Source: an optimization exercise on an open RTL-to-GDS flow (aim: small area). Production flows keep margins and buffers that such runs may drop. Function was checked by simulation only, so behaviour that the tests miss may differ from the original. Power figures rest on the tool's default switching activity, not on a simulated workload.

**flow/config.mk**
```make
export PLATFORM = sky130hd
export DESIGN_NAME = tm_mon
export DESIGN_NICKNAME = tm_mon
export VERILOG_FILES = /design/flow/design.v
export SDC_FILE = /design/flow/constraint.sdc
export NUM_CORES = 4
export LEC_CHECK = 0
export CAP_MARGIN = 20
export CORE_MARGIN = 2
export CORE_UTILIZATION = 40
export SLEW_MARGIN = 20
export SYNTH_MEMORY_MAX_BITS = 32768
```
**flow/constraint.sdc**
```tcl
create_clock -name core_clock -period 25.0 [get_ports {clk}]
set_input_delay 5.0000 -clock core_clock [delete_from_list [all_inputs] [get_ports {clk}]]
set_output_delay 5.0000 -clock core_clock [all_outputs]
set_load 0.01 [all_outputs]
```
**flow/design.v**
```verilog
module tm_sintab (
    input  wire [8:0]  j,
    output wire [14:0] s
);
    reg [14:0] base;
    reg [7:0]  slope;
    reg [3:0]  res;
    always @* begin
        case (j[8:3])
            6'd0: base = 15'd0;
            6'd1: base = 15'd1608;
            6'd2: base = 15'd3212;
            6'd3: base = 15'd4808;
            6'd4: base = 15'd6393;
            6'd5: base = 15'd7962;
            6'd6: base = 15'd9512;
            6'd7: base = 15'd11039;
            6'd8: base = 15'd12539;
            6'd9: base = 15'd14010;
            6'd10: base = 15'd15446;
            6'd11: base = 15'd16846;
            6'd12: base = 15'd18204;
            6'd13: base = 15'd19519;
            6'd14: base = 15'd20787;
            6'd15: base = 15'd22005;
            6'd16: base = 15'd23170;
            6'd17: base = 15'd24279;
            6'd18: base = 15'd25329;
            6'd19: base = 15'd26319;
            6'd20: base = 15'd27245;
            6'd21: base = 15'd28105;
            6'd22: base = 15'd28898;
            6'd23: base = 15'd29621;
            6'd24: base = 15'd30273;
            6'd25: base = 15'd30852;
            6'd26: base = 15'd31356;
            6'd27: base = 15'd31785;
            6'd28: base = 15'd32137;
            6'd29: base = 15'd32412;
            6'd30: base = 15'd32609;
            6'd31: base = 15'd32728;
            6'd32: base = 15'd32767;
            default: base = 15'd0;
        endcase
    end
    always @* begin
        case (j[8:3])
            6'd0: slope = 8'd201;
            6'd1: slope = 8'd200;
            6'd2: slope = 8'd199;
            6'd3: slope = 8'd198;
            6'd4: slope = 8'd196;
            6'd5: slope = 8'd193;
            6'd6: slope = 8'd190;
            6'd7: slope = 8'd187;
            6'd8: slope = 8'd183;
            6'd9: slope = 8'd179;
            6'd10: slope = 8'd175;
            6'd11: slope = 8'd169;
            6'd12: slope = 8'd164;
            6'd13: slope = 8'd158;
            6'd14: slope = 8'd152;
            6'd15: slope = 8'd145;
            6'd16: slope = 8'd138;
            6'd17: slope = 8'd131;
            6'd18: slope = 8'd123;
            6'd19: slope = 8'd115;
            6'd20: slope = 8'd107;
            6'd21: slope = 8'd99;
            6'd22: slope = 8'd90;
            6'd23: slope = 8'd81;
            6'd24: slope = 8'd72;
            6'd25: slope = 8'd63;
            6'd26: slope = 8'd53;
            6'd27: slope = 8'd44;
            6'd28: slope = 8'd34;
            6'd29: slope = 8'd24;
            6'd30: slope = 8'd14;
            6'd31: slope = 8'd4;
            6'd32: slope = 8'd0;
            default: slope = 8'd0;
        endcase
    end
    always @* begin
        case (j)
            9'd0: res = 4'd0;
            9'd1: res = 4'd0;
            9'd2: res = 4'd0;
            9'd3: res = 4'd0;
            9'd4: res = 4'd0;
            9'd5: res = 4'd0;
            9'd6: res = 4'd0;
            9'd7: res = 4'd0;
            9'd8: res = 4'd0;
            9'd9: res = 4'd1;
            9'd10: res = 4'd1;
            9'd11: res = 4'd2;
            9'd12: res = 4'd2;
            9'd13: res = 4'd3;
            9'd14: res = 4'd3;
            9'd15: res = 4'd4;
            9'd16: res = 4'd0;
            9'd17: res = 4'd1;
            9'd18: res = 4'd2;
            9'd19: res = 4'd2;
            9'd20: res = 4'd3;
            9'd21: res = 4'd3;
            9'd22: res = 4'd4;
            9'd23: res = 4'd4;
            9'd24: res = 4'd0;
            9'd25: res = 4'd1;
            9'd26: res = 4'd1;
            9'd27: res = 4'd2;
            9'd28: res = 4'd2;
            9'd29: res = 4'd2;
            9'd30: res = 4'd2;
            9'd31: res = 4'd1;
            9'd32: res = 4'd0;
            9'd33: res = 4'd1;
            9'd34: res = 4'd1;
            9'd35: res = 4'd2;
            9'd36: res = 4'd2;
            9'd37: res = 4'd2;
            9'd38: res = 4'd2;
            9'd39: res = 4'd2;
            9'd40: res = 4'd0;
            9'd41: res = 4'd2;
            9'd42: res = 4'd3;
            9'd43: res = 4'd4;
            9'd44: res = 4'd5;
            9'd45: res = 4'd6;
            9'd46: res = 4'd6;
            9'd47: res = 4'd6;
            9'd48: res = 4'd0;
            9'd49: res = 4'd2;
            9'd50: res = 4'd4;
            9'd51: res = 4'd5;
            9'd52: res = 4'd6;
            9'd53: res = 4'd7;
            9'd54: res = 4'd7;
            9'd55: res = 4'd7;
            9'd56: res = 4'd0;
            9'd57: res = 4'd2;
            9'd58: res = 4'd4;
            9'd59: res = 4'd5;
            9'd60: res = 4'd6;
            9'd61: res = 4'd6;
            9'd62: res = 4'd6;
            9'd63: res = 4'd5;
            9'd64: res = 4'd0;
            9'd65: res = 4'd3;
            9'd66: res = 4'd5;
            9'd67: res = 4'd6;
            9'd68: res = 4'd8;
            9'd69: res = 4'd8;
            9'd70: res = 4'd8;
            9'd71: res = 4'd8;
            9'd72: res = 4'd0;
            9'd73: res = 4'd2;
            9'd74: res = 4'd4;
            9'd75: res = 4'd6;
            9'd76: res = 4'd6;
            9'd77: res = 4'd7;
            9'd78: res = 4'd6;
            9'd79: res = 4'd6;
            9'd80: res = 4'd0;
            9'd81: res = 4'd2;
            9'd82: res = 4'd4;
            9'd83: res = 4'd5;
            9'd84: res = 4'd5;
            9'd85: res = 4'd4;
            9'd86: res = 4'd3;
            9'd87: res = 4'd2;
            9'd88: res = 4'd0;
            9'd89: res = 4'd3;
            9'd90: res = 4'd5;
            9'd91: res = 4'd7;
            9'd92: res = 4'd8;
            9'd93: res = 4'd9;
            9'd94: res = 4'd9;
            9'd95: res = 4'd8;
            9'd96: res = 4'd0;
            9'd97: res = 4'd3;
            9'd98: res = 4'd5;
            9'd99: res = 4'd7;
            9'd100: res = 4'd8;
            9'd101: res = 4'd8;
            9'd102: res = 4'd7;
            9'd103: res = 4'd5;
            9'd104: res = 4'd0;
            9'd105: res = 4'd3;
            9'd106: res = 4'd6;
            9'd107: res = 4'd7;
            9'd108: res = 4'd8;
            9'd109: res = 4'd8;
            9'd110: res = 4'd8;
            9'd111: res = 4'd6;
            9'd112: res = 4'd0;
            9'd113: res = 4'd3;
            9'd114: res = 4'd5;
            9'd115: res = 4'd7;
            9'd116: res = 4'd8;
            9'd117: res = 4'd7;
            9'd118: res = 4'd6;
            9'd119: res = 4'd5;
            9'd120: res = 4'd0;
            9'd121: res = 4'd4;
            9'd122: res = 4'd6;
            9'd123: res = 4'd8;
            9'd124: res = 4'd9;
            9'd125: res = 4'd9;
            9'd126: res = 4'd9;
            9'd127: res = 4'd7;
            9'd128: res = 4'd0;
            9'd129: res = 4'd3;
            9'd130: res = 4'd6;
            9'd131: res = 4'd8;
            9'd132: res = 4'd9;
            9'd133: res = 4'd10;
            9'd134: res = 4'd9;
            9'd135: res = 4'd7;
            9'd136: res = 4'd0;
            9'd137: res = 4'd3;
            9'd138: res = 4'd6;
            9'd139: res = 4'd8;
            9'd140: res = 4'd8;
            9'd141: res = 4'd8;
            9'd142: res = 4'd7;
            9'd143: res = 4'd5;
            9'd144: res = 4'd0;
            9'd145: res = 4'd4;
            9'd146: res = 4'd7;
            9'd147: res = 4'd10;
            9'd148: res = 4'd11;
            9'd149: res = 4'd11;
            9'd150: res = 4'd10;
            9'd151: res = 4'd8;
            9'd152: res = 4'd0;
            9'd153: res = 4'd4;
            9'd154: res = 4'd7;
            9'd155: res = 4'd10;
            9'd156: res = 4'd11;
            9'd157: res = 4'd11;
            9'd158: res = 4'd10;
            9'd159: res = 4'd9;
            9'd160: res = 4'd0;
            9'd161: res = 4'd4;
            9'd162: res = 4'd7;
            9'd163: res = 4'd9;
            9'd164: res = 4'd10;
            9'd165: res = 4'd10;
            9'd166: res = 4'd9;
            9'd167: res = 4'd7;
            9'd168: res = 4'd0;
            9'd169: res = 4'd4;
            9'd170: res = 4'd7;
            9'd171: res = 4'd9;
            9'd172: res = 4'd9;
            9'd173: res = 4'd9;
            9'd174: res = 4'd7;
            9'd175: res = 4'd5;
            9'd176: res = 4'd0;
            9'd177: res = 4'd4;
            9'd178: res = 4'd7;
            9'd179: res = 4'd9;
            9'd180: res = 4'd10;
            9'd181: res = 4'd10;
            9'd182: res = 4'd9;
            9'd183: res = 4'd6;
            9'd184: res = 4'd0;
            9'd185: res = 4'd4;
            9'd186: res = 4'd8;
            9'd187: res = 4'd10;
            9'd188: res = 4'd11;
            9'd189: res = 4'd11;
            9'd190: res = 4'd10;
            9'd191: res = 4'd7;
            9'd192: res = 4'd0;
            9'd193: res = 4'd4;
            9'd194: res = 4'd7;
            9'd195: res = 4'd9;
            9'd196: res = 4'd10;
            9'd197: res = 4'd10;
            9'd198: res = 4'd9;
            9'd199: res = 4'd6;
            9'd200: res = 4'd0;
            9'd201: res = 4'd4;
            9'd202: res = 4'd7;
            9'd203: res = 4'd9;
            9'd204: res = 4'd9;
            9'd205: res = 4'd9;
            9'd206: res = 4'd7;
            9'd207: res = 4'd4;
            9'd208: res = 4'd0;
            9'd209: res = 4'd5;
            9'd210: res = 4'd8;
            9'd211: res = 4'd11;
            9'd212: res = 4'd12;
            9'd213: res = 4'd12;
            9'd214: res = 4'd11;
            9'd215: res = 4'd9;
            9'd216: res = 4'd0;
            9'd217: res = 4'd4;
            9'd218: res = 4'd7;
            9'd219: res = 4'd9;
            9'd220: res = 4'd10;
            9'd221: res = 4'd9;
            9'd222: res = 4'd8;
            9'd223: res = 4'd5;
            9'd224: res = 4'd0;
            9'd225: res = 4'd5;
            9'd226: res = 4'd8;
            9'd227: res = 4'd11;
            9'd228: res = 4'd12;
            9'd229: res = 4'd11;
            9'd230: res = 4'd10;
            9'd231: res = 4'd7;
            9'd232: res = 4'd0;
            9'd233: res = 4'd5;
            9'd234: res = 4'd9;
            9'd235: res = 4'd11;
            9'd236: res = 4'd13;
            9'd237: res = 4'd13;
            9'd238: res = 4'd11;
            9'd239: res = 4'd9;
            9'd240: res = 4'd0;
            9'd241: res = 4'd5;
            9'd242: res = 4'd9;
            9'd243: res = 4'd12;
            9'd244: res = 4'd13;
            9'd245: res = 4'd13;
            9'd246: res = 4'd12;
            9'd247: res = 4'd10;
            9'd248: res = 4'd0;
            9'd249: res = 4'd5;
            9'd250: res = 4'd9;
            9'd251: res = 4'd12;
            9'd252: res = 4'd13;
            9'd253: res = 4'd13;
            9'd254: res = 4'd13;
            9'd255: res = 4'd10;
            9'd256: res = 4'd0;
            default: res = 4'd0;
        endcase
    end
    wire [14:0] p0 = {7'd0, j[0] ? slope : 8'd0};
    wire [14:0] p1 = {6'd0, j[1] ? slope : 8'd0, 1'b0};
    wire [14:0] p2 = {5'd0, j[2] ? slope : 8'd0, 2'b0};
    wire [14:0] q0 = {11'd0, res};
    wire [14:0] s1 = base ^ q0 ^ p0;
    wire [14:0] c1 = ((base & (q0 | p0)) | (q0 & p0)) << 1;
    wire [14:0] s2 = s1 ^ c1 ^ p1;
    wire [14:0] c2 = ((s1 & (c1 | p1)) | (c1 & p1)) << 1;
    wire [14:0] s3 = s2 ^ c2 ^ p2;
    wire [14:0] c3 = ((s2 & (c2 | p2)) | (c2 & p2)) << 1;
    tm_rca #(.W(15)) u_add (.a(s3), .b(c3), .ci(1'b0), .s(s), .co());
endmodule
module tm_sincos (
    input  wire [9:0]  n,
    output wire [14:0] mag,
    output wire        neg
);
    wire [8:0] m_neg;
    tm_rca #(.W(9)) u_neg (.a({1'b0, ~n[7:0]}), .b(9'h000), .ci(1'b1), .s(m_neg), .co());
    wire [8:0] j = n[8] ? m_neg : {1'b0, n[7:0]};
    tm_sintab u_tab (.j(j), .s(mag));
    assign neg = n[9];
endmodule
module tm_mon (
    input  wire        clk,
    input  wire        rst_n,             
    input  wire        smp_vld,           
    input  wire [11:0] code_u,            
    input  wire [11:0] code_v,
    input  wire [11:0] code_w,
    input  wire [15:0] theta,             
    input  wire [15:0] t_cmd,             
    input  wire [15:0] t_ce,              
    input  wire        active,            
    input  wire [47:0] iha_ofs,           
    input  wire [47:0] iha_gain,          
    input  wire [15:0] psi_pm,            
    input  wire [15:0] ld,                
    input  wire [15:0] lq,                
    input  wire [15:0] lq_k,              
    input  wire [3:0]  pole_pairs,
    input  wire [15:0] w_pct,             
    input  wire [15:0] w_abs,             
    input  wire [15:0] cnt_lim,           
    output reg         res_vld,
    output wire [15:0] t_tm,              
    output wire [15:0] i_d,               
    output wire [15:0] i_q,               
    output reg         exc_over,          
    output reg         dis_over,          
    output reg  [15:0] err_cnt,
    output reg         trip               
);
    reg [11:0] s_code0, s_code1, s_code2;
    reg [9:0]  s_th;
    reg [15:0] s_tcmd, s_tce;
    reg        s_active;
    always @(posedge clk) begin
        if (smp_vld) begin
            s_code0  <= code_u;
            s_code1  <= code_v;
            s_code2  <= code_w;
            s_th     <= theta[15:6];
            s_tcmd   <= t_cmd;
            s_tce    <= t_ce;
            s_active <= active;
        end
    end
    localparam [5:0] LAST = 6'd61;
    reg [5:0] cnt;                         
    wire [5:0] cnt_inc;
    tm_rca #(.W(6)) u_inc (.a(cnt), .b(6'd0), .ci(1'b1), .s(cnt_inc), .co());
    always @(posedge clk) begin
        if (!rst_n)
            cnt <= 6'd0;
        else if (smp_vld)
            cnt <= 6'd1;
        else if (cnt != 6'd0)
            cnt <= (cnt == LAST) ? 6'd0 : cnt_inc;
    end
    reg signed [25:0] acc;
    reg        [15:0] S;                   
    reg        [15:0] R0, Rd, Rq;          
    reg               blw;                 
    reg               wsel;                
    reg               g_cy, g_c5;          
    reg        [1:0]  g_xp;                
    assign t_tm = R0;
    assign i_d  = Rd;
    assign i_q  = Rq;
    localparam [4:0] M_G0 = 5'd0, M_G1 = 5'd1, M_G2 = 5'd2, M_CA2 = 5'd3, M_CA = 5'd4,
                     M_CB = 5'd5, M_TAB = 5'd6, M_LQK = 5'd7, M_LQ = 5'd8, M_LD = 5'd9,
                     M_ID4 = 5'd10, M_PSI = 5'd11, M_3P = 5'd12, M_IQ = 5'd13,
                     M_R0 = 5'd14, M_TCE = 5'd15, M_CMD = 5'd16,
                     M_WP = 5'd18, M_ERR = 5'd19, M_LIM = 5'd20, M_ONE = 5'd21,
                     M_WA = 5'd22;
    localparam [3:0] C_GEN = 4'd0, C_R0L = 4'd1, C_R0H = 4'd2, C_RDL = 4'd3, C_RDH = 4'd4,
                     C_RQL = 4'd5, C_RQH = 4'd6, C_SL = 4'd7, C_SH = 4'd8, C_ONE = 4'd9,
                     C_FF = 4'd10, C_ZERO = 4'd11;
    localparam [1:0] B_0 = 2'd0, B_LW = 2'd1, B_WIRE = 2'd2;
    reg [4:0] msel;
    wire [4:0] msel_w = wsel ? M_WP : M_WA;
    reg [3:0] csel;
    reg [1:0] bsel;
    reg       clr, shift, kill;
    reg       neg_c;                       
    reg       use_tab, tab_cos, neg_iq;    
    reg [1:0] gk, gj;                      
    reg       gen;
    always @* begin
        msel = M_ONE; csel = C_ZERO; bsel = B_0;
        clr = 1'b0; shift = 1'b0; kill = 1'b0;
        neg_c = 1'b0; use_tab = 1'b0; tab_cos = 1'b0; neg_iq = 1'b0;
        gk = 2'd0; gj = 2'd0; gen = 1'b0;
        case (cnt)
            6'd1, 6'd2, 6'd3, 6'd4, 6'd5, 6'd6, 6'd7, 6'd8, 6'd9: begin
                gen = 1'b1;
                gk = (cnt <= 6'd3) ? 2'd0 : (cnt <= 6'd6) ? 2'd1 : 2'd2;
                gj = (cnt == 6'd1 || cnt == 6'd4 || cnt == 6'd7) ? 2'd0 :
                     (cnt == 6'd2 || cnt == 6'd5 || cnt == 6'd8) ? 2'd1 : 2'd2;
                msel = (gk == 2'd0) ? M_G0 : (gk == 2'd1) ? M_G1 : M_G2;
                csel = C_GEN;
                bsel = (gj == 2'd0) ? B_0 : B_LW;
                clr  = (gj == 2'd0);
                shift = (gj != 2'd2);
            end
            6'd10: begin msel = M_CA2; csel = C_R0L; clr = 1'b1; end
            6'd11: begin msel = M_CA;  csel = C_RDL; neg_c = 1'b1; end
            6'd12: begin msel = M_CA;  csel = C_RQL; neg_c = 1'b1; shift = 1'b1; end
            6'd13: begin msel = M_CA2; csel = C_R0H; bsel = B_WIRE; end
            6'd14: begin msel = M_CA;  csel = C_RDH; bsel = B_WIRE; neg_c = 1'b1; end
            6'd15: begin msel = M_CA;  csel = C_RQH; bsel = B_WIRE; neg_c = 1'b1; shift = 1'b1; end
            6'd16: begin msel = M_CB; csel = C_RDL; clr = 1'b1; end
            6'd17: begin msel = M_CB; csel = C_RQL; neg_c = 1'b1; shift = 1'b1; end
            6'd18: begin msel = M_CB; csel = C_RDH; bsel = B_WIRE; end
            6'd19: begin msel = M_CB; csel = C_RQH; bsel = B_WIRE; neg_c = 1'b1; shift = 1'b1; end
            6'd20: begin msel = M_TAB; use_tab = 1'b1; neg_c = 1'b1; csel = C_R0L; clr = 1'b1; end
            6'd21: begin msel = M_TAB; use_tab = 1'b1; tab_cos = 1'b1; csel = C_RDL; shift = 1'b1; end
            6'd22: begin msel = M_TAB; use_tab = 1'b1; neg_c = 1'b1; csel = C_R0H; bsel = B_WIRE; end
            6'd23: begin msel = M_TAB; use_tab = 1'b1; tab_cos = 1'b1; csel = C_RDH; bsel = B_WIRE; shift = 1'b1; end
            6'd24: begin msel = M_TAB; use_tab = 1'b1; tab_cos = 1'b1; csel = C_R0L; clr = 1'b1; end
            6'd25: begin msel = M_TAB; use_tab = 1'b1; csel = C_RDL; shift = 1'b1; end
            6'd26: begin msel = M_TAB; use_tab = 1'b1; tab_cos = 1'b1; csel = C_R0H; bsel = B_WIRE; end
            6'd27: begin msel = M_TAB; use_tab = 1'b1; csel = C_RDH; bsel = B_WIRE; shift = 1'b1; end
            6'd28: begin msel = M_LQK; neg_iq = 1'b1; csel = C_RQL; clr = 1'b1; shift = 1'b1; end
            6'd29: begin msel = M_LQK; neg_iq = 1'b1; csel = C_RQH; bsel = B_WIRE; shift = 1'b1; end
            6'd30: begin msel = M_LQ; csel = C_SL; clr = 1'b1; shift = 1'b1; end
            6'd31: begin msel = M_LQ; csel = C_SL; bsel = B_LW; shift = 1'b1; end
            6'd32: begin msel = M_LQ; csel = C_R0L; bsel = B_LW; shift = 1'b1; end
            6'd33: begin msel = M_LQ; csel = C_FF; bsel = B_LW; end
            6'd34: begin msel = M_LD; csel = C_ONE; clr = (R0[15:8] != 8'd0); shift = 1'b1; end
            6'd35: begin msel = M_ID4; csel = C_SH; clr = 1'b1; shift = 1'b1; end
            6'd36: begin msel = M_ID4; csel = C_R0L; bsel = B_LW; shift = 1'b1; end
            6'd37: begin msel = M_ID4; csel = C_R0H; bsel = B_LW; end
            6'd38: begin msel = M_PSI; csel = C_ONE; shift = 1'b1; end
            6'd39: begin msel = M_3P; csel = C_SH; clr = 1'b1; shift = 1'b1; end
            6'd40: begin msel = M_3P; csel = C_R0L; bsel = B_LW; shift = 1'b1; end
            6'd41: begin msel = M_3P; csel = C_R0H; bsel = B_LW; end
            6'd42: begin msel = M_IQ; csel = C_SL; clr = 1'b1; shift = 1'b1; end
            6'd43: begin msel = M_IQ; csel = C_SL; bsel = B_LW; shift = 1'b1; end
            6'd44: begin msel = M_IQ; csel = C_R0L; bsel = B_LW; shift = 1'b1; end
            6'd45: begin msel = M_IQ; csel = C_R0H; bsel = B_LW; end
            6'd46: begin msel = M_WA; csel = C_ONE; clr = 1'b1; end           
            6'd47: begin msel = M_WP; csel = C_ONE; neg_c = 1'b1; end         
            6'd48: begin msel = M_R0; csel = C_ONE; clr = 1'b1; end           
            6'd49: begin msel = msel_w; csel = C_ONE;                        
                         neg_c = s_tcmd[15]; kill = s_tcmd[15]; end
            6'd50: begin msel = M_R0; csel = C_ONE; clr = 1'b1; end           
            6'd51: begin msel = M_CMD; csel = C_ONE; neg_c = 1'b1; end        
            6'd52: begin msel = msel_w; csel = C_ONE;                        
                         neg_c = ~s_tcmd[15]; kill = ~s_tcmd[15]; end
            6'd53, 6'd56: begin msel = M_R0; csel = C_ONE; clr = 1'b1; end   
            6'd54, 6'd57: begin msel = M_TCE; csel = C_ONE; neg_c = 1'b1; end  
            6'd55: begin msel = msel_w; csel = C_ONE; neg_c = 1'b1; kill = 1'b1; end
            6'd58: begin msel = msel_w; csel = C_ONE; end
            6'd59: begin msel = M_ONE; csel = s_active ? C_ONE : C_ZERO; clr = 1'b1;
                         neg_c = ~(exc_over | dis_over); end
            6'd60: begin msel = M_ERR; csel = s_active ? C_ONE : C_ZERO; end
            6'd61: begin msel = M_LIM; csel = C_ONE; neg_c = 1'b1; end
            default: ;
        endcase
    end
    wire [14:0] tab;
    wire        tab_neg;
    tm_sincos u_sc (.n(s_th + (tab_cos ? 10'd256 : 10'd0)), .mag(tab), .neg(tab_neg));
    wire neg = neg_c ^ (use_tab & tab_neg) ^ (neg_iq & Rq[15]);
    wire [11:0] g_code = (gk == 2'd0) ? s_code0 : (gk == 2'd1) ? s_code1 : s_code2;
    wire [15:0] g_ofs  = (gk == 2'd0) ? iha_ofs[15:0] : (gk == 2'd1) ? iha_ofs[31:16] : iha_ofs[47:32];
    wire [23:0] g_cx   = {{13{~g_code[11]}}, g_code[10:0]};
    wire [23:0] g_of   = {{8{g_ofs[15]}}, g_ofs};
    wire [7:0]  g_cxc  = (gj == 2'd0) ? g_cx[7:0] : (gj == 2'd1) ? g_cx[15:8] : g_cx[23:16];
    wire [7:0]  g_ofc  = (gj == 2'd0) ? g_of[7:0] : (gj == 2'd1) ? g_of[15:8] : g_of[23:16];
    wire        g_first = (gj == 2'd0);
    wire [8:0]  g_xs, g_5s;
    wire [7:0]  g_x    = g_xs[7:0];
    wire [7:0]  g_x4   = {g_x[5:0], g_first ? 2'b00 : g_xp};
    tm_rca #(.W(8)) u_gx (.a(g_cxc), .b(~g_ofc), .ci(g_first | g_cy), .s(g_xs[7:0]), .co(g_xs[8]));
    tm_rca #(.W(8)) u_g5 (.a(g_x), .b(g_x4), .ci(~g_first & g_c5), .s(g_5s[7:0]), .co(g_5s[8]));
    always @(posedge clk) begin
        if (gen) begin
            g_cy <= g_xs[8];
            g_c5 <= g_5s[8];
            g_xp <= g_x[7:6];
        end
    end
    wire [5:0] p3;                         
    tm_rca #(.W(6)) u_p3 (.a({1'b0, pole_pairs, 1'b0}), .b({2'b00, pole_pairs}), .ci(1'b0), .s(p3), .co());
    reg signed [19:0] M;
    always @* begin
        case (msel)
            M_G0:  M = {1'b0, iha_gain[15:0],  3'b000};
            M_G1:  M = {1'b0, iha_gain[31:16], 3'b000};
            M_G2:  M = {1'b0, iha_gain[47:32], 3'b000};
            M_CA2: M = 20'sd43690;
            M_CA:  M = 20'sd21845;
            M_CB:  M = 20'sd37837;
            M_TAB: M = {4'b0000, tab, 1'b0};
            M_LQK: M = {4'b0000, lq_k};
            M_LQ:  M = {4'b0000, lq};
            M_LD:  M = {4'b0000, ld};
            M_ID4: M = {Rd, 4'b0000};
            M_PSI: M = {4'b0000, psi_pm};
            M_3P:  M = {14'd0, p3};
            M_IQ:  M = {{4{Rq[15]}}, Rq};
            M_R0:  M = {{4{R0[15]}}, R0};
            M_TCE: M = {{4{s_tce[15]}}, s_tce};
            M_CMD: M = {{4{s_tcmd[15]}}, s_tcmd};
            M_WP:  M = {4'b0000, w_pct};
            M_WA:  M = {4'b0000, w_abs};
            M_ERR: M = {4'b0000, err_cnt};
            M_LIM: M = {4'b0000, cnt_lim};
            default: M = 20'sd1;
        endcase
    end
    reg [7:0] ch;
    reg       ch_wire;                     
    always @* begin
        ch_wire = 1'b0;
        case (csel)
            C_GEN:  ch = g_5s[7:0];
            C_R0L:  ch = R0[7:0];
            C_R0H:  begin ch = R0[15:8]; ch_wire = R0[7]; end
            C_RDL:  ch = Rd[7:0];
            C_RDH:  begin ch = Rd[15:8]; ch_wire = Rd[7]; end
            C_RQL:  ch = Rq[7:0];
            C_RQH:  begin ch = Rq[15:8]; ch_wire = Rq[7]; end
            C_SL:   ch = S[7:0];
            C_SH:   ch = S[15:8];
            C_ONE:  ch = 8'h01;
            C_FF:   ch = 8'hFF;
            default: ch = 8'h00;
        endcase
    end
    wire bl = (bsel == B_LW) ? blw : (bsel == B_WIRE) ? ch_wire : 1'b0;
    wire [8:0]  bb = {ch, bl};
    wire [20:0] rw [0:3];
    wire [3:0]  rs;
    genvar gi;
    generate
        for (gi = 0; gi < 4; gi = gi + 1) begin : g_row
            wire one = bb[2*gi+1] ^ bb[2*gi];
            wire two = (bb[2*gi+2] & ~bb[2*gi+1] & ~bb[2*gi]) | (~bb[2*gi+2] & bb[2*gi+1] & bb[2*gi]);
            wire [20:0] pp = ({21{one}} & {M[19], M}) | ({21{two}} & {M, 1'b0});
            assign rs[gi] = (bb[2*gi+2] ^ neg) & (one | two);
            assign rw[gi] = (pp ^ {21{rs[gi]}}) ^ 21'h100000;
        end
    endgenerate
    wire [27:0] sum;
    tm_macsum u_sum (.a((clr ? 26'd0 : acc) ^ 26'h2000000), .r0(rw[0]), .r1(rw[1]), .r2(rw[2]),
                     .r3(rw[3]), .rs({rs[3:1], rs[0] & ~kill}), .sum(sum));
    wire [15:0] sat_acc = (acc[25:15] == {11{acc[25]}}) ? acc[15:0]
                                                         : (acc[25] ? 16'h8000 : 16'h7FFF);
    wire [15:0] sat_tq  = (acc[25:8] == {18{acc[25]}}) ? {acc[8:0], S[15:9]}
                                                         : (acc[25] ? 16'h8000 : 16'h7FFF);
    wire busy = (cnt != 6'd0);
    wire sgn  = sum[27];
    always @(posedge clk) begin
        acc <= shift ? {{6{sum[27]}}, sum[27:8]} : sum[25:0];
        if (shift)
            S <= {sum[7:0], S[15:8]};
        blw <= ch[7];
        if (cnt == 6'd4 || cnt == 6'd16 || cnt == 6'd30 || cnt == 6'd35 ||
            cnt == 6'd39 || cnt == 6'd42)
            R0 <= sat_acc;
        if (cnt == 6'd46)
            R0 <= sat_tq;
        if (cnt == 6'd7 || cnt == 6'd20 || cnt == 6'd28)
            Rd <= sat_acc;
        if (cnt == 6'd10 || cnt == 6'd24)
            Rq <= sat_acc;
        if (cnt == 6'd47)
            wsel <= sgn;
        if (cnt == 6'd49)
            exc_over <= s_tcmd[15] ? ~sgn : sgn;
        if (cnt == 6'd52)
            exc_over <= exc_over | (s_tcmd[15] ? sgn : ~sgn);
        if (cnt == 6'd55)
            dis_over <= ~sgn;
        if (cnt == 6'd58)
            dis_over <= dis_over | sgn;
    end
    always @(posedge clk) begin
        if (!rst_n) begin
            res_vld <= 1'b0;
            err_cnt <= 16'd0;
            trip    <= 1'b0;
        end else begin
            res_vld <= (cnt == LAST);
            if (cnt == LAST) begin
                if (!s_active)
                    err_cnt <= 16'd0;
                else if (!(acc[16] | acc[25]))
                    err_cnt <= acc[15:0];
                if (s_active && !sgn)
                    trip <= 1'b1;
            end
        end
    end
endmodule
module tm_rca #(parameter W = 8) (
    input  wire [W-1:0] a,
    input  wire [W-1:0] b,
    input  wire         ci,
    output wire [W-1:0] s,
    output wire         co
);
    wire [W:0] c;
    assign c[0] = ci;
    genvar i;
    generate
        for (i = 0; i < W; i = i + 1) begin : g_bit
            assign s[i]   = a[i] ^ b[i] ^ c[i];
            assign c[i+1] = (a[i] & (b[i] | c[i])) | (b[i] & c[i]);
        end
    endgenerate
    assign co = c[W];
endmodule
module tm_macsum (
    input  wire [25:0] a,
    input  wire [20:0] r0,
    input  wire [20:0] r1,
    input  wire [20:0] r2,
    input  wire [20:0] r3,
    input  wire [3:0]  rs,
    output wire [27:0] sum
);
    wire t1 = a[4] ^ r0[4];
    wire t2 = a[4] & r0[4];
    wire t3 = a[5] ^ r0[5];
    wire t4 = a[5] & r0[5];
    wire t5 = a[6] ^ r0[6] ^ r1[4];
    wire t6 = (a[6] & (r0[6] | r1[4])) | (r0[6] & r1[4]);
    wire t7 = r2[2] ^ r3[0];
    wire t8 = r2[2] & r3[0];
    wire t9 = a[7] ^ r0[7] ^ r1[5];
    wire t10 = (a[7] & (r0[7] | r1[5])) | (r0[7] & r1[5]);
    wire t11 = r2[3] ^ r3[1];
    wire t12 = r2[3] & r3[1];
    wire t13 = a[8] ^ r0[8] ^ r1[6];
    wire t14 = (a[8] & (r0[8] | r1[6])) | (r0[8] & r1[6]);
    wire t15 = r2[4] ^ r3[2];
    wire t16 = r2[4] & r3[2];
    wire t17 = a[9] ^ r0[9] ^ r1[7];
    wire t18 = (a[9] & (r0[9] | r1[7])) | (r0[9] & r1[7]);
    wire t19 = r2[5] ^ r3[3];
    wire t20 = r2[5] & r3[3];
    wire t21 = a[10] ^ r0[10] ^ r1[8];
    wire t22 = (a[10] & (r0[10] | r1[8])) | (r0[10] & r1[8]);
    wire t23 = r2[6] ^ r3[4];
    wire t24 = r2[6] & r3[4];
    wire t25 = a[11] ^ r0[11] ^ r1[9];
    wire t26 = (a[11] & (r0[11] | r1[9])) | (r0[11] & r1[9]);
    wire t27 = r2[7] ^ r3[5];
    wire t28 = r2[7] & r3[5];
    wire t29 = a[12] ^ r0[12] ^ r1[10];
    wire t30 = (a[12] & (r0[12] | r1[10])) | (r0[12] & r1[10]);
    wire t31 = r2[8] ^ r3[6];
    wire t32 = r2[8] & r3[6];
    wire t33 = a[13] ^ r0[13] ^ r1[11];
    wire t34 = (a[13] & (r0[13] | r1[11])) | (r0[13] & r1[11]);
    wire t35 = r2[9] ^ r3[7];
    wire t36 = r2[9] & r3[7];
    wire t37 = a[14] ^ r0[14] ^ r1[12];
    wire t38 = (a[14] & (r0[14] | r1[12])) | (r0[14] & r1[12]);
    wire t39 = r2[10] ^ r3[8];
    wire t40 = r2[10] & r3[8];
    wire t41 = a[15] ^ r0[15] ^ r1[13];
    wire t42 = (a[15] & (r0[15] | r1[13])) | (r0[15] & r1[13]);
    wire t43 = r2[11] ^ r3[9];
    wire t44 = r2[11] & r3[9];
    wire t45 = a[16] ^ r0[16] ^ r1[14];
    wire t46 = (a[16] & (r0[16] | r1[14])) | (r0[16] & r1[14]);
    wire t47 = r2[12] ^ r3[10];
    wire t48 = r2[12] & r3[10];
    wire t49 = a[17] ^ r0[17] ^ r1[15];
    wire t50 = (a[17] & (r0[17] | r1[15])) | (r0[17] & r1[15]);
    wire t51 = r2[13] ^ r3[11];
    wire t52 = r2[13] & r3[11];
    wire t53 = a[18] ^ r0[18] ^ r1[16];
    wire t54 = (a[18] & (r0[18] | r1[16])) | (r0[18] & r1[16]);
    wire t55 = r2[14] ^ r3[12];
    wire t56 = r2[14] & r3[12];
    wire t57 = a[19] ^ r0[19] ^ r1[17];
    wire t58 = (a[19] & (r0[19] | r1[17])) | (r0[19] & r1[17]);
    wire t59 = r2[15] ^ r3[13];
    wire t60 = r2[15] & r3[13];
    wire t61 = a[20] ^ r0[20] ^ r1[18];
    wire t62 = (a[20] & (r0[20] | r1[18])) | (r0[20] & r1[18]);
    wire t63 = r2[16] ^ r3[14] ^ 1'b1;
    wire t64 = (r2[16] & (r3[14] | 1'b1)) | (r3[14] & 1'b1);
    wire t65 = a[21] ^ r1[19] ^ r2[17];
    wire t66 = (a[21] & (r1[19] | r2[17])) | (r1[19] & r2[17]);
    wire t67 = r3[15] ^ 1'b1;
    wire t68 = r3[15] & 1'b1;
    wire t69 = a[22] ^ r1[20] ^ r2[18];
    wire t70 = (a[22] & (r1[20] | r2[18])) | (r1[20] & r2[18]);
    wire t71 = a[23] ^ r2[19];
    wire t72 = a[23] & r2[19];
    wire t73 = a[2] ^ r0[2];
    wire t74 = a[2] & r0[2];
    wire t75 = a[3] ^ r0[3];
    wire t76 = a[3] & r0[3];
    wire t77 = r1[2] ^ r2[0] ^ rs[2];
    wire t78 = (r1[2] & (r2[0] | rs[2])) | (r2[0] & rs[2]);
    wire t79 = r1[3] ^ r2[1] ^ t3;
    wire t80 = (r1[3] & (r2[1] | t3)) | (r2[1] & t3);
    wire t81 = rs[3] ^ t5 ^ t7;
    wire t82 = (rs[3] & (t5 | t7)) | (t5 & t7);
    wire t83 = t9 ^ t11 ^ t6;
    wire t84 = (t9 & (t11 | t6)) | (t11 & t6);
    wire t85 = t13 ^ t15 ^ t10;
    wire t86 = (t13 & (t15 | t10)) | (t15 & t10);
    wire t87 = t17 ^ t19 ^ t14;
    wire t88 = (t17 & (t19 | t14)) | (t19 & t14);
    wire t89 = t21 ^ t23 ^ t18;
    wire t90 = (t21 & (t23 | t18)) | (t23 & t18);
    wire t91 = t25 ^ t27 ^ t22;
    wire t92 = (t25 & (t27 | t22)) | (t27 & t22);
    wire t93 = t29 ^ t31 ^ t26;
    wire t94 = (t29 & (t31 | t26)) | (t31 & t26);
    wire t95 = t33 ^ t35 ^ t30;
    wire t96 = (t33 & (t35 | t30)) | (t35 & t30);
    wire t97 = t37 ^ t39 ^ t34;
    wire t98 = (t37 & (t39 | t34)) | (t39 & t34);
    wire t99 = t41 ^ t43 ^ t38;
    wire t100 = (t41 & (t43 | t38)) | (t43 & t38);
    wire t101 = t45 ^ t47 ^ t42;
    wire t102 = (t45 & (t47 | t42)) | (t47 & t42);
    wire t103 = t49 ^ t51 ^ t46;
    wire t104 = (t49 & (t51 | t46)) | (t51 & t46);
    wire t105 = t53 ^ t55 ^ t50;
    wire t106 = (t53 & (t55 | t50)) | (t55 & t50);
    wire t107 = t57 ^ t59 ^ t54;
    wire t108 = (t57 & (t59 | t54)) | (t59 & t54);
    wire t109 = t61 ^ t63 ^ t58;
    wire t110 = (t61 & (t63 | t58)) | (t63 & t58);
    wire t111 = t65 ^ t67 ^ t62;
    wire t112 = (t65 & (t67 | t62)) | (t67 & t62);
    wire t113 = r3[16] ^ t69 ^ t66;
    wire t114 = (r3[16] & (t69 | t66)) | (t69 & t66);
    wire t115 = r3[17] ^ 1'b1 ^ t71;
    wire t116 = (r3[17] & (1'b1 | t71)) | (1'b1 & t71);
    wire t117 = a[24] ^ r2[20] ^ r3[18];
    wire t118 = (a[24] & (r2[20] | r3[18])) | (r2[20] & r3[18]);
    wire t119 = a[0] ^ r0[0];
    wire t120 = a[0] & r0[0];
    wire t121 = a[1] ^ r0[1];
    wire t122 = a[1] & r0[1];
    wire t123 = r1[0] ^ rs[1] ^ t73;
    wire t124 = (r1[0] & (rs[1] | t73)) | (rs[1] & t73);
    wire t125 = r1[1] ^ t75 ^ t74;
    wire t126 = (r1[1] & (t75 | t74)) | (t75 & t74);
    wire t127 = t1 ^ t77 ^ t76;
    wire t128 = (t1 & (t77 | t76)) | (t77 & t76);
    wire t129 = t2 ^ t79 ^ t78;
    wire t130 = (t2 & (t79 | t78)) | (t79 & t78);
    wire t131 = t4 ^ t81 ^ t80;
    wire t132 = (t4 & (t81 | t80)) | (t81 & t80);
    wire t133 = t8 ^ t83 ^ t82;
    wire t134 = (t8 & (t83 | t82)) | (t83 & t82);
    wire t135 = t12 ^ t85 ^ t84;
    wire t136 = (t12 & (t85 | t84)) | (t85 & t84);
    wire t137 = t16 ^ t87 ^ t86;
    wire t138 = (t16 & (t87 | t86)) | (t87 & t86);
    wire t139 = t20 ^ t89 ^ t88;
    wire t140 = (t20 & (t89 | t88)) | (t89 & t88);
    wire t141 = t24 ^ t91 ^ t90;
    wire t142 = (t24 & (t91 | t90)) | (t91 & t90);
    wire t143 = t28 ^ t93 ^ t92;
    wire t144 = (t28 & (t93 | t92)) | (t93 & t92);
    wire t145 = t32 ^ t95 ^ t94;
    wire t146 = (t32 & (t95 | t94)) | (t95 & t94);
    wire t147 = t36 ^ t97 ^ t96;
    wire t148 = (t36 & (t97 | t96)) | (t97 & t96);
    wire t149 = t40 ^ t99 ^ t98;
    wire t150 = (t40 & (t99 | t98)) | (t99 & t98);
    wire t151 = t44 ^ t101 ^ t100;
    wire t152 = (t44 & (t101 | t100)) | (t101 & t100);
    wire t153 = t48 ^ t103 ^ t102;
    wire t154 = (t48 & (t103 | t102)) | (t103 & t102);
    wire t155 = t52 ^ t105 ^ t104;
    wire t156 = (t52 & (t105 | t104)) | (t105 & t104);
    wire t157 = t56 ^ t107 ^ t106;
    wire t158 = (t56 & (t107 | t106)) | (t107 & t106);
    wire t159 = t60 ^ t109 ^ t108;
    wire t160 = (t60 & (t109 | t108)) | (t109 & t108);
    wire t161 = t64 ^ t111 ^ t110;
    wire t162 = (t64 & (t111 | t110)) | (t111 & t110);
    wire t163 = t68 ^ t113 ^ t112;
    wire t164 = (t68 & (t113 | t112)) | (t113 & t112);
    wire t165 = t70 ^ t115 ^ t114;
    wire t166 = (t70 & (t115 | t114)) | (t115 & t114);
    wire t167 = t72 ^ t117 ^ t116;
    wire t168 = (t72 & (t117 | t116)) | (t117 & t116);
    wire t169 = a[25] ^ r3[19] ^ t118;
    wire t170 = (a[25] & (r3[19] | t118)) | (r3[19] & t118);
    wire t171 = rs[0] ^ t119;
    wire t172 = rs[0] & t119;
    wire t173 = t121 ^ t120 ^ t172;
    wire t174 = (t121 & (t120 | t172)) | (t120 & t172);
    wire t175 = t123 ^ t122 ^ t174;
    wire t176 = (t123 & (t122 | t174)) | (t122 & t174);
    wire t177 = t125 ^ t124 ^ t176;
    wire t178 = (t125 & (t124 | t176)) | (t124 & t176);
    wire t179 = t127 ^ t126 ^ t178;
    wire t180 = (t127 & (t126 | t178)) | (t126 & t178);
    wire t181 = t129 ^ t128 ^ t180;
    wire t182 = (t129 & (t128 | t180)) | (t128 & t180);
    wire t183 = t131 ^ t130 ^ t182;
    wire t184 = (t131 & (t130 | t182)) | (t130 & t182);
    wire t185 = t133 ^ t132 ^ t184;
    wire t186 = (t133 & (t132 | t184)) | (t132 & t184);
    wire t187 = t135 ^ t134 ^ t186;
    wire t188 = (t135 & (t134 | t186)) | (t134 & t186);
    wire t189 = t137 ^ t136 ^ t188;
    wire t190 = (t137 & (t136 | t188)) | (t136 & t188);
    wire t191 = t139 ^ t138 ^ t190;
    wire t192 = (t139 & (t138 | t190)) | (t138 & t190);
    wire t193 = t141 ^ t140 ^ t192;
    wire t194 = (t141 & (t140 | t192)) | (t140 & t192);
    wire t195 = t143 ^ t142 ^ t194;
    wire t196 = (t143 & (t142 | t194)) | (t142 & t194);
    wire t197 = t145 ^ t144 ^ t196;
    wire t198 = (t145 & (t144 | t196)) | (t144 & t196);
    wire t199 = t147 ^ t146 ^ t198;
    wire t200 = (t147 & (t146 | t198)) | (t146 & t198);
    wire t201 = t149 ^ t148 ^ t200;
    wire t202 = (t149 & (t148 | t200)) | (t148 & t200);
    wire t203 = t151 ^ t150 ^ t202;
    wire t204 = (t151 & (t150 | t202)) | (t150 & t202);
    wire t205 = t153 ^ t152 ^ t204;
    wire t206 = (t153 & (t152 | t204)) | (t152 & t204);
    wire t207 = t155 ^ t154 ^ t206;
    wire t208 = (t155 & (t154 | t206)) | (t154 & t206);
    wire t209 = t157 ^ t156 ^ t208;
    wire t210 = (t157 & (t156 | t208)) | (t156 & t208);
    wire t211 = t159 ^ t158 ^ t210;
    wire t212 = (t159 & (t158 | t210)) | (t158 & t210);
    wire t213 = t161 ^ t160 ^ t212;
    wire t214 = (t161 & (t160 | t212)) | (t160 & t212);
    wire t215 = t163 ^ t162 ^ t214;
    wire t216 = (t163 & (t162 | t214)) | (t162 & t214);
    wire t217 = t165 ^ t164 ^ t216;
    wire t218 = (t165 & (t164 | t216)) | (t164 & t216);
    wire t219 = t167 ^ t166 ^ t218;
    wire t220 = (t167 & (t166 | t218)) | (t166 & t218);
    wire t221 = t169 ^ t168 ^ t220;
    wire t222 = (t169 & (t168 | t220)) | (t168 & t220);
    wire t223 = r3[20] ^ t170 ^ t222;
    wire t224 = (r3[20] & (t170 | t222)) | (t170 & t222);
    wire t225 = 1'b1 ^ t224;
    wire t226 = 1'b1 & t224;
    assign sum = {t225, t223, t221, t219, t217, t215, t213, t211, t209, t207, t205, t203, t201, t199, t197, t195, t193, t191, t189, t187, t185, t183, t181, t179, t177, t175, t173, t171};
endmodule
```
**flow/flow/run.sh**
```bash
#!/bin/bash
set -euo pipefail
export BUFFER_PORTS_ARGS="-buffer_cell sky130_fd_sc_hd__buf_1"
export CTS_ARGS="-sink_clustering_enable -repair_clock_nets -buf_list sky130_fd_sc_hd__clkbuf_4 -dont_use_dummy_load"
bash standard.sh > standard_flow.log 2>&1
```
**flow/standard.sh**
```bash
#!/bin/bash
# synth_recipe.tcl (not shown) runs the flow's synth.tcl, then flattens the netlist and writes it again
# the make line also repeats each setting of config.mk as NAME=value (left out here)
make -C /OpenROAD-flow-scripts/flow DESIGN_CONFIG=/design/flow/config.mk WORK_HOME=/design/flow/orfs CLKGATE_MAP_FILE= SYNTH_SCRIPT=/design/flow/synth_recipe.tcl "${@:-finish}"
```
==> flow_summary.json <==
{
  "layout.nets": 3150,
  "drive_above_1_share_pct": 9.19,
  "wl_mm": 91.7,
  "arrival_ns": 23.04,
  "grt_max_degree": 57,
  "cts_tree": "yes",
  "critPathMostFrequentCell": "fa_1",
  "place_congestion": 0.996,
  "switching_share_pct": 51.6,
  "grt-ovfl-total": 0,
  "drt_iter0_drc": 2878,
  "p_sw_w": 0.00148,
  "groute.usage.overall_pct": 33.1,
  "pwr-share-clk_pct": 8.7,
  "io_buffers": 361,
  "numCtsBuffers": 59,
  "peakVddDrop_mv": 0.118,
  "rrSetupSlack_ns": 2.86,
  "clk_pin_slew_ns": 0.05,
  "min_path_type": "reg -> reg",
  "avgSynthCellArea_sq_um": 8.93,
  "clk-insertion-delay-late_ns": 0.85,
  "grt_setup_unrepaired": "false",
  "seqPwrFrac_pct": 18.4,
  "regArea_sq_um": 5530,
  "grt_pass1_vias": 20200,
  "dieArea_sq_um": 54100,
  "htreeDepth": 2,
  "synth_edf_count": 150,
  "ctsHoldBuffers": 0,
  "setup_viol": 0,
  "yosysTopAreaCellShare_pct": 21.5,
  "yosys_warnings": 2,
  "end_kind": "register",
  "synth_area_leader_cell": "edfxtp_1",
  "die_y_um": 233,
  "rows": 83,
  "post-cts-setup-buffers": 0,
  "synth_area_leaders": "edfxtp_1, fa_1, dfxtp_1, ha_1, nand2_1",
  "grt_pass1_wl_mm": 133,
  "slowest_stage": "a211oi_1",
  "io_pins": 368,
  "cts_buffer_depth": 3,
  "grt_antenna_before_repair": 7,
  "timing.max_cap.violations": 0,
  "hold_violations": 0,
  "fin_util_pct": 45.1,
  "period_share_pct": 89.8,
  "tightest_slew_ns": 1.17,
  "dpl.hpwl_mm": 70.7,
  "tns_ns": 0,
  "status": "no timing/DRC/antenna violations",
  "final_cell_area_sq_um": 23200,
  "synthCells": 2341,
  "p_int_w": 0.00139,
  "cts_resized": 0,
  "synthDistinctLibCells": 120,
  "synthFlopType": "edfxtp_1",
  "start_util_pct": 40.6,
  "multi_input_area_sq_um": 13900,
  "area_delta_synth_final_pct": 11.1,
  "syn_area_sq_um": 20900,
  "wl_per_cell_um": 27.5,
  "clock-sinks": 201,
  "rr_worst_depth": 55,
  "core_region_area_sq_um": 51500,
  "max_freq_mhz": 44.5,
  "crit_path_start_kind": "input port",
  "vias": 21000,
  "synth_seq_cells": 201,
  "chipWidth_um": 233,
  "drc": 0,
  "dr.pass1.iters": 6,
  "post_dp_cell_area_sq_um": 22800,
  "worstPathRequired_ns": 25.58,
  "cp_slowest_stage_delay_ns": 0.66,
  "postRouteAntennaNets": 0,
  "combPwrFrac_pct": 72.9,
  "worstSetupPathType": "in -> reg",
  "cp_max_fo": 23,
  "fillers": 5293,
  "post-route-min-period_ns": 22.46,
  "slew_headroom_pct": 22.3,
  "slew_violations": 0,
  "power_density_nw_per_um2": 123,
  "leakagePower_nw": 8.58,
  "cts_root_buffer": "clkbuf_4",
  "vias_per_cell": 6.31,
  "ys_seq_area_share_pct": 26.4,
  "synth_nets": 2846,
  "fin_skew_ns": 0.135,
  "whs_path_depth": 2,
  "synthArstFlopShare_pct": 0
}
registers in the layout, summed over array words and instances (netlist names), 16 cells and up:
register and flops:
Rd 16, S 16, s_tcmd 16, err_cnt 16, R0 16, s_tce 16
acc 26, Rq 16
cell type report:
type / instances / area share (%)
Multi-Input combinational cell: 1777 / 59.8
Sequential cell: 201 / 23.8
Timing Repair Buffer: 424 / 7.88
Tap cell: 680 / 3.66
Inverter: 182 / 2.94
Clock buffer: 59 / 1.91
Antenna cell: 8 / 0.0861
cells in the mapped netlist, types with 16 or more instances:
library cell / count
buf_1: 16
nor2_1: 149
nand3_1: 74
o211ai_1: 20
a222oi_1: 20
nand2b_1: 16
nand4_1: 16
buf_2: 43
o22ai_1: 47
ha_1: 74
a22o_1: 19
xor2_1: 28
clkbuf_1: 92
edfxtp_1: 150
a311oi_1: 20
xnor2_1: 63
o21ai_0: 107
a21boi_0: 18
a22oi_1: 79
a31oi_1: 54
mux2i_1: 67
and3_1: 21
nor3_1: 43
dfxtp_1: 51
a221oi_1: 19
nand2_1: 242
fa_1: 131
and2_1: 28
inv_1: 179
a21oi_1: 158
power groups by stage:
stage                     clock [W]  combinational [W]  sequential [W]
after floorplan                   0            0.00131        0.000492
final                      0.000250            0.00209        0.000527
after global placement            0            0.00202        0.000529
after global routing       0.000268            0.00230        0.000528
after CTS                  0.000257            0.00208        0.000523
after detailed placement          0            0.00207        0.000530
through the flow:
step / total power (W) / hold WS [ns] / std cells / worst slack, ns
after floorplan: 0.00181 / 0.427 / 2341 / 2.87
after global placement: 0.00255 / 0.471 / 3264 / 1.92
after detailed placement: 0.00259 / 0.471 / 3264 / 1.69
after CTS: 0.00286 / 0.476 / 3323 / 2.57
after global routing: 0.00309 / 0.512 / 3326 / 1.56
final: 0.00287 / 0.476 / 3331 / 2.54
routing by layer:
metal / part of all wire, % / vias to the layer above / track usage, % / wire (um)
li1: - / 9170 / - / -
met1: 39 / 10200 / 42.5 / 35600
met2: 45 / 1382 / 52.3 / 40800
met3: 12 / 243 / 9.35 / 11000
met4: 4.7 / 0 / 14.0 / 4340
met5: 0 / - / 0 / 0
worst paths after layout:
check,start,endpoint
setup / recovery,iha_ofs[47],acc[25]$_DFF_P_
hold / removal,err_cnt[4]$_SDFFE_PN0P_,err_cnt[4]$_SDFFE_PN0P_
setup reg to reg,cnt[2]$_SDFFE_PP0P_,acc[25]$_DFF_P_
hold reg to reg,err_cnt[4]$_SDFFE_PN0P_,err_cnt[4]$_SDFFE_PN0P_
cell usage in the layout, fill, tap and decap left out, drive strengths merged, types with 15 or more instances in the layout:
cell type	Yosys	layout
nand2b	16	16
xor2	30	30
mux2i	67	67
nor4	15	15
nor2	153	153
a221oi	21	21
a311oi	20	20
a21oi	163	163
and2	29	29
o22ai	49	49
nand3	79	79
inv	181	181
nor3	51	51
a21boi	19	19
o21ai	123	123
edfxtp	150	150
a22o	19	19
a22oi	83	83
ha	74	74
a222oi	20	20
xnor2	66	66
o211ai	21	21
dfxtp	51	51
and3	21	21
buf	89	423
clkbuf	92	60
nand2	246	246
nand4	22	22
fa	131	131
a31oi	55	55
critical path: cells and delay by family:
kind                     cells  cell delay, ns
AO/OA/AOI/OAI                8            1.82
multiplexers                 2            0.18
adder cells (fa/ha/maj)     33           14.55
AND/OR/NAND/NOR              4            0.73
buffers and inverters        8            0.75
cells by family after synthesis:
group           Yosys count  share of synthesized area [%]
simple gates            690                           16.8
mux                      80                           4.00
flops                   201                           26.4
compound gates          706                           24.0
buf+inv                 363                           7.58
xor+xnor                 96                           4.25
fa+ha+maj               205                           17.0

what the ideal ports hide:
In the flow no input, the clock included, has a driving cell. The finished layout below was timed again as built, in two steps. Step 1 sets driving cells, clkbuf_16 on the clock port and buf_2 on the other inputs (assumed; they add their load-dependent delay and slew). Step 2 also shifts input and output timing later by t, the mid clock arrival at the registers, as if the neighbouring blocks saw the same clock. Three values: no drivers, after step 1, after step 2; two values: the first two.
t (ns): 0.835
slack for setup (ns): 2.541 / 2.565 / 1.731
clock arrival spread, ns: 0.135 / 0.135
slew at the worst register clock pin (ns): 0.08 / 0.08
After both steps setup and hold are still met in this run. For this run, drivers alone change the setup slack by +0.024 ns; drivers and shift together by -0.810 ns.
